What follows belongs to an exercise in optimizing a design on an open flow for small area, a short achievable clock period and few clock cycles; a production flow would make more cautious choices.
Function was checked by simulation only, so behaviour that the tests miss may differ from the original.

// d8_blend
module d8_blend (
    input  wire        clk,
    input  wire        rst,         
    input  wire        in_valid,
    output wire        in_ready,
    input  wire        in_first,    
    input  wire        in_last,     
    input  wire [29:0] in_bg,       
    input  wire        in_lay,      
    input  wire        in_solid,    
    input  wire [2:0]  in_fmt,      
    input  wire [1:0]  in_mode,     
    input  wire [11:0] in_pa,       
    input  wire [31:0] in_pix,      
    output reg         out_valid,
    input  wire        out_ready,
    output reg  [29:0] out_pix      
);
    localparam [1:0] MODE_OPAQUE  = 2'd0;
    localparam [1:0] MODE_PREMULT = 2'd1;
    reg  r1_v;           
    reg  adv;            
    assign in_ready = adv;
    wire [2:0] fmt_in = in_solid ? 3'h6 : in_fmt;    
    wire       opq_in = (in_mode == MODE_OPAQUE);
    wire [4:0] ca_in, cc_in;
    assign ca_in[0] = in_valid && in_lay && (opq_in || fmt_in == 3'h0 || fmt_in == 3'h3 ||
  ...
Size in the first run: about 5700 cells after synthesis, roughly 400 flip-flops, about 0.044 mm^2 of cells after synthesis.
==> flow/config.mk <==
export PLATFORM = sky130hd
export DESIGN_NAME = d8_blend
export DESIGN_NICKNAME = d8_blend
export VERILOG_FILES = /design/flow/design.v
export SDC_FILE = /design/flow/constraint.sdc
export NUM_CORES = 4
export LEC_CHECK = 0
export ABC_AREA = 1
export CAP_MARGIN = 20
export CORE_MARGIN = 2
export CORE_UTILIZATION = 55
export CTS_CLUSTER_DIAMETER = 100
export CTS_CLUSTER_SIZE = 30
export SLEW_MARGIN = 20
==> flow/constraint.sdc <==
create_clock -name core_clock -period 25.0 [get_ports {clk}]
set_input_delay 5.0000 -clock core_clock [delete_from_list [all_inputs] [get_ports {clk}]]
set_output_delay 5.0000 -clock core_clock [all_outputs]
set_load 0.01 [all_outputs]
standard.sh (not shown) runs the stock make flow with config.mk's settings and CLKGATE_MAP_FILE= SYNTH_SCRIPT=/design/flow/synth_recipe.tcl, a recipe that flattens the netlist after the stock synthesis.
==> flow/flow/run.sh <==
#!/bin/bash
# Own layout flow: the standard flow, with the timing repair aiming for a
# tighter setup margin than the design's 25 ns clock asks for, so that the
# achieved period shrinks. Constraints (clock period, I/O delays) unchanged.
export SETUP_SLACK_MARGIN=18.0
bash standard.sh > standard.log 2>&1
The baseline completed without violations.
Testbench counts at the start, summed over its fixed seeds: cycles 74,862.
Edit:
==> flow/flow/run.sh (replaced) <==
#!/bin/bash
# Own layout flow: the standard flow, with the timing repair aiming for a
# tighter setup margin than the design's 25 ns clock asks for, so that the
# achieved period shrinks. Constraints (clock period, I/O delays) unchanged.
export SETUP_SLACK_MARGIN=18.8
bash standard.sh > standard.log 2>&1
--- a/flow/config.mk
+++ b/flow/config.mk
@@ -10,5 +10,3 @@
 export CORE_MARGIN = 2
 export CORE_UTILIZATION = 55
-export CTS_CLUSTER_DIAMETER = 100
-export CTS_CLUSTER_SIZE = 30
 export SLEW_MARGIN = 20
Setup slack gains 0.43 ns.
Hold slack loses 0.015 ns.
First-iteration DRC count goes up by 18%.
Final cell count increases by 4.2%.
Routed wire length climbs by 7.2%.
Edit:
==> flow/flow/run.sh (replaced) <==
#!/bin/bash
# Own layout flow: the standard flow, with the timing repair aiming for a
# tighter setup margin than the design's 25 ns clock asks for, so that the
# achieved period shrinks. Constraints (clock period, I/O delays) unchanged.
export SETUP_SLACK_MARGIN=18.0
bash standard.sh > standard.log 2>&1
Effect:
- The new run produced a clean layout
- hold slack barely changes
- sequential cell count stays the same
- register-to-register slack got worse by 0.21 ns
- routed wire length went down by 6.2%
- final area went down by 10%
- via count went down by 5.0%
- non-clock buffer count went down by 225
- final cell count went down by 3.2%
- worst setup slack got worse by 0.38 ns
Edit:
==> flow/flow/run.sh (replaced) <==
#!/bin/bash
# Own layout flow: the standard flow, with the timing repair aiming for a
# tighter setup margin than the design's 25 ns clock asks for, so that the
# achieved period shrinks. Constraints (clock period, I/O delays) unchanged.
export SETUP_SLACK_MARGIN=18.6
bash standard.sh > standard.log 2>&1
The changed run finished clean.
Synthesized cell count does not change.
Utilization grows by 4.5 points.
Edit:
==> flow/flow/run.sh (replaced) <==
#!/bin/bash
# Own layout flow: the standard flow, with the timing repair aiming for a
# tighter setup margin than the design's 25 ns clock asks for, so that the
# achieved period shrinks. Constraints (clock period, I/O delays) unchanged.
export SETUP_SLACK_MARGIN=18.3
bash standard.sh > standard.log 2>&1
What happened: The new run finished clean; die area is unchanged; register-to-register slack got worse by 0.02 ns; clock-buffer cell count drops by 9; maximum frequency came out lower by 2.2%.


Starting RTL as in the previous note.
==> flow/config.mk <==
export PLATFORM = sky130hd
export DESIGN_NAME = d8_blend
export DESIGN_NICKNAME = d8_blend
export VERILOG_FILES = /design/flow/design.v
export SDC_FILE = /design/flow/constraint.sdc
export NUM_CORES = 4
export LEC_CHECK = 0
export ABC_AREA = 1
export CAP_MARGIN = 20
export CORE_MARGIN = 2
export CORE_UTILIZATION = 55
export CTS_CLUSTER_DIAMETER = 100
export CTS_CLUSTER_SIZE = 30
export SLEW_MARGIN = 20
==> flow/constraint.sdc <==
create_clock -name core_clock -period 25.0 [get_ports {clk}]
set_input_delay 5.0000 -clock core_clock [delete_from_list [all_inputs] [get_ports {clk}]]
set_output_delay 5.0000 -clock core_clock [all_outputs]
set_load 0.01 [all_outputs]
==> flow/flow/run.sh <==
#!/bin/bash
# Own layout flow: the standard flow, with the timing repair aiming for a
# tighter setup margin than the design's 25 ns clock asks for, so that the
# achieved period shrinks. Constraints (clock period, I/O delays) unchanged.
export SETUP_SLACK_MARGIN=18.3
bash standard.sh > standard.log 2>&1
Testbench counts at the start, summed over its fixed seeds: cycles 74,862.
Then changed:
--- a/flow/flow/run.sh
+++ b/flow/flow/run.sh
@@ -5 +5 @@
-export SETUP_SLACK_MARGIN=18.3
+export SETUP_SLACK_MARGIN=18.15
Outcome: The changed run went through all stages and came out clean. Via count shrinks by 0.66%. Wire length barely changes. Worst hold slack improved by 0.0032 ns. Setup slack got worse by 0.035 ns. Die area is unchanged.

-- port drivers added, routing unchanged --
No port has a modelled driver above. Below, the same layouts with a new extraction and two added sets of constraints.
Step 1 assumes that a clkbuf_16 drives the clock port and a buf_2 every other input.
Step 2 times the ports against the registers' clock, not the clock port: input delays grow and output delays shrink by t, the midpoint of the rising clock arrivals with the driver on.
a / b / c = no drivers / after step 1 / after step 2; a / b = the first two.
| run | t (ns) | slack for setup (ns) | latest minus earliest clock arrival (ns) | worst register clock-pin slew, ns | pins driven straight from the clock port |
|---|---|---|---|---|---|
| the first run of note 1 | 0.666 | 18.133 / 18.063 / 17.595 | 0.038 / 0.038 | 0.11 / 0.11 | 1 |
| the second run of note 1 | 0.666 | 18.566 / 18.566 / 18.003 | 0.034 / 0.034 | 0.08 / 0.08 | 1 |
| the third run of note 1 | 0.671 | 18.184 / 18.115 / 17.623 | 0.022 / 0.022 | 0.07 / 0.07 | 1 |
| the fourth run of note 1 | 0.678 | 18.466 / 18.466 / 18.032 | 0.079 / 0.079 | 0.07 / 0.07 | 1 |
| the fifth run of note 1 | 0.672 | 18.316 / 18.245 / 17.830 | 0.055 / 0.055 | 0.07 / 0.07 | 1 |
| the first run of note 2 | 0.675 | 18.302 / 18.229 / 17.832 | 0.026 / 0.026 | 0.11 / 0.11 | 1 |
| the second run of note 2 | 0.651 | 18.267 / 18.199 / 17.799 | 0.026 / 0.025 | 0.11 / 0.11 | 1 |
After both steps setup and hold are still met in every run listed. For the second run of note 1, which loses most, drivers alone change the setup slack by 0.000 ns; drivers and shift together by -0.563 ns.
